What follows belongs to an exercise in optimizing a design on an open flow for small area and few clock cycles; a production flow would make more cautious choices.
Only simulation tests tie the RTL to the original design; equivalence was not proved.
Power and IR drop assume default switching activity.

harbor:
## ks_shim_ecc
module ks_shim_ecc (
    input  wire         clk,
    input  wire         rst_n,
    input  wire         req_valid,
    output wire         req_ready,
    input  wire         req_op,
    input  wire [15:0]  req_word,
    input  wire [127:0] req_data,
    input  wire [79:0]  req_chk,
    output reg          resp_valid,
    output reg  [127:0] resp_data,
    output reg  [15:0]  resp_ce,
    output reg  [15:0]  resp_ue,
    output wire         prom_valid,
    output wire [15:0]  prom_word,
    input  wire [127:0] enc_data,
    output wire [79:0]  enc_chk
);
For scale: about 2900 cells after synthesis, roughly 620 I/O pins, roughly 0.032 mm² of cells after synthesis.
==> flow/config.mk <==
export PLATFORM = sky130hd
export DESIGN_NAME = ks_shim_ecc
export DESIGN_NICKNAME = ks_shim_ecc
export VERILOG_FILES = /design/flow/design.v
export SDC_FILE = /design/flow/constraint.sdc
export NUM_CORES = 4
export LEC_CHECK = 0
export CAP_MARGIN = 0
export CORE_MARGIN = 2
export CORE_UTILIZATION = 60
export CTS_BUF_LIST = sky130_fd_sc_hd__clkbuf_8
export CTS_CLUSTER_DIAMETER = 60
export CTS_CLUSTER_SIZE = 15
export SLEW_MARGIN = 0
==> flow/constraint.sdc <==
create_clock -name core_clock -period 10.0 [get_ports {clk}]
set_input_delay 2.0000 -clock core_clock [delete_from_list [all_inputs] [get_ports {clk}]]
set_output_delay 2.0000 -clock core_clock [all_outputs]
set_load 0.01 [all_outputs]
standard.sh (not shown) runs the stock make flow with config.mk's settings and CLKGATE_MAP_FILE= SYNTH_SCRIPT=/design/flow/synth_recipe.tcl, a recipe that flattens the netlist after the stock synthesis.
==> flow/flow/run.sh <==
#!/bin/bash
# Standard ORFS layout, except that synthesis maps with an area-oriented ABC
# script (flow/abc_area.script, selected through ABC_AREA=1) instead of the
# delay-oriented default, and without the half/full-adder extraction pass.
# Everything else is the standard.sh.
set -euo pipefail
rm -rf scripts_mod
cp -r "$FLOW_HOME/scripts" scripts_mod
cp flow/abc_area.script scripts_mod/abc_area.script
bash standard.sh SCRIPTS_DIR="$PWD/scripts_mod" ABC_AREA=1 ADDER_MAP_FILE= finish > flow.log 2>&1
==> flow/flow/abc_area.script <==
strash
&get -n
&st
&syn2
&dch -f
&nf -R 1000 -p
&st
&dch -f
&nf -R 1000 -p
&put
mfs3 -a
topo
Testbench counts of harbor, summed over its fixed seeds: cycles 24,630.
Relative to harbor, the following input files were edited for juniper:
diff --git a/flow/config.mk b/flow/config.mk
--- a/flow/config.mk
+++ b/flow/config.mk
@@ -9,3 +9,3 @@
 export CORE_MARGIN = 2
-export CORE_UTILIZATION = 60
+export CORE_UTILIZATION = 40
 export CTS_BUF_LIST = sky130_fd_sc_hd__clkbuf_8
## What came out
Worst hold slack is lower on harbor. Summary of juniper over harbor: number of buffer and inverter stages on the critical path higher; die height moved up; clock network contribution to total cell area went up 0.53 points; met2 demand-to-capacity share in global routing saw a decrease.
For willow, these inputs were changed with respect to juniper:
==> flow/flow/abc_area.script <==
strash
&get -n
&st
&syn2
&dch -f
&nf -R 1000 -p
&st
&dch -f
&nf -R 1000 -p
&put
topo
diff --git a/flow/config.mk b/flow/config.mk
--- a/flow/config.mk
+++ b/flow/config.mk
@@ -7,5 +7,5 @@
 export LEC_CHECK = 0
-export CAP_MARGIN = 0
+export CAP_MARGIN = 20
 export CORE_MARGIN = 2
-export CORE_UTILIZATION = 40
+export CORE_UTILIZATION = 55
 export CTS_BUF_LIST = sky130_fd_sc_hd__clkbuf_8
@@ -13,2 +13,2 @@
 export CTS_CLUSTER_SIZE = 15
-export SLEW_MARGIN = 0
+export SLEW_MARGIN = 20
## What came out
Final cell count without fillers for willow: 5.2% down relative to juniper
Relative to juniper, the cell area after technology mapping of willow is higher by about 0.6%.
Xor/xnor cell area share of the yosys netlist (lower): juniper


Another version of the RTL of ks_shim_ecc (not shown whole).
Size in the first run: about 2900 cells after synthesis, about 620 I/O pins.
clock: 10.0 ns
lec_check: 0
cap_margin: 20
core_margin: 2
core_utilization: 40
cts_buf_list: sky130_fd_sc_hd__clkbuf_8
cts_cluster_diameter: 60
cts_cluster_size: 15
slew_margin: 20
==> flow/flow/abc_area.script <==
strash
&get -n
&st
&syn2
&dch -f
&nf -R 1000 -p
&st
&dch -f
&nf -R 1000 -p
&put
topo
Scripts as last shown in full above: flow/flow/run.sh
The first run produced a clean layout.
Testbench counts at the start, summed over its fixed seeds: cycles 24,630.
Rerun with:
==> flow/flow/run.sh (replaced) <==
#!/bin/bash
# Standard ORFS layout, except that synthesis maps with an area-oriented ABC
# script (flow/abc_area.script, selected through ABC_AREA=1) instead of the
# delay-oriented default.  Everything else is the standard.sh.
set -euo pipefail
rm -rf scripts_mod
cp -r "$FLOW_HOME/scripts" scripts_mod
cp flow/abc_area.script scripts_mod/abc_area.script
bash standard.sh SCRIPTS_DIR="$PWD/scripts_mod" ABC_AREA=1 finish > flow.log 2>&1
- CTS_BUF_LIST: sky130_fd_sc_hd__clkbuf_8 -> unset
- CTS_CLUSTER_DIAMETER: 60 -> unset
- CTS_CLUSTER_SIZE: 15 -> unset
After rerunning:
- hold slack barely changes
- final cell count rose by 1.7%
- first-iteration DRC count rose by 4.1%
- wire length rose by 2.8%
- combinational power rose by about 20%
- total power rose by 18%
Rerun with:
==> flow/flow/run.sh (replaced) <==
#!/bin/bash
# Standard ORFS layout, except that synthesis maps with an area-oriented ABC
# script (flow/abc_area.script, selected through ABC_AREA=1) instead of the
# delay-oriented default, and without the half/full-adder extraction pass.
# Everything else is the standard.sh.
set -euo pipefail
rm -rf scripts_mod
cp -r "$FLOW_HOME/scripts" scripts_mod
cp flow/abc_area.script scripts_mod/abc_area.script
bash standard.sh SCRIPTS_DIR="$PWD/scripts_mod" ABC_AREA=1 ADDER_MAP_FILE= finish > flow.log 2>&1
- CORE_UTILIZATION: 40 -> 55
- CTS_BUF_LIST: unset -> sky130_fd_sc_hd__clkbuf_8
- CTS_CLUSTER_DIAMETER: unset -> 60
- CTS_CLUSTER_SIZE: unset -> 15
Result: The changed run passed the timing, DRC and antenna checks. Non-clock buffer count is lower by 39. Fmax is higher by a few percent. Final area is lower by a few percent. Hold slack gets worse by 0.0038 ns. Sequential share of layout area is higher by 2.3 points.

## afterwards: timing with drivers on the ports
How much do the figures lean on ideal ports? The routed layouts below were timed once more, with nothing changed but the port constraints. Step 1, drivers: a clkbuf_16 drives clk and a buf_2 each remaining input, both assumed. Step 2 moves the port delays by t, midway between the first and last clock arrival at a register: inputs arrive t later, outputs are due t later. That takes back most of the time a late clock gives input paths. a / b / c = no drivers / after step 1 / after step 2; a / b = the first two.
run | t (ns) | slack for setup (ns) | worst hold slack (ns) | worst setup path at the end | worst register clock-pin slew, ns
harbor | 0.758 | 0.396 / 0.396 / -0.362 | 0.443 / 0.443 / 0.443 | input to register | 0.10 / 0.10
juniper | 0.764 | 0.676 / 0.719 / -0.044 | 0.464 / 0.464 / 0.464 | input to register | 0.11 / 0.11
willow | 0.758 | 0.678 / 0.713 / -0.045 | 0.449 / 0.449 / 0.449 | input to register | 0.11 / 0.11
the first run of note 2 | 0.769 | 0.771 / 0.772 / 0.023 | 0.468 / 0.468 / 0.468 | input to register | 0.10 / 0.10
the second run of note 2 | 0.679 | 0.348 / 0.320 / -0.068 | 0.469 / 0.469 / 0.469 | input to register | 0.07 / 0.07
the third run of note 2 | 0.742 | 0.769 / 0.785 / 0.043 | 0.466 / 0.466 / 0.466 | input to register | 0.11 / 0.11
With both steps, setup timing fails in harbor, juniper, willow and the second run of note 2, where it was met with ideal ports. The setup slack of harbor, which loses most, moves by 0.000 ns with the drivers and by -0.758 ns with both steps.
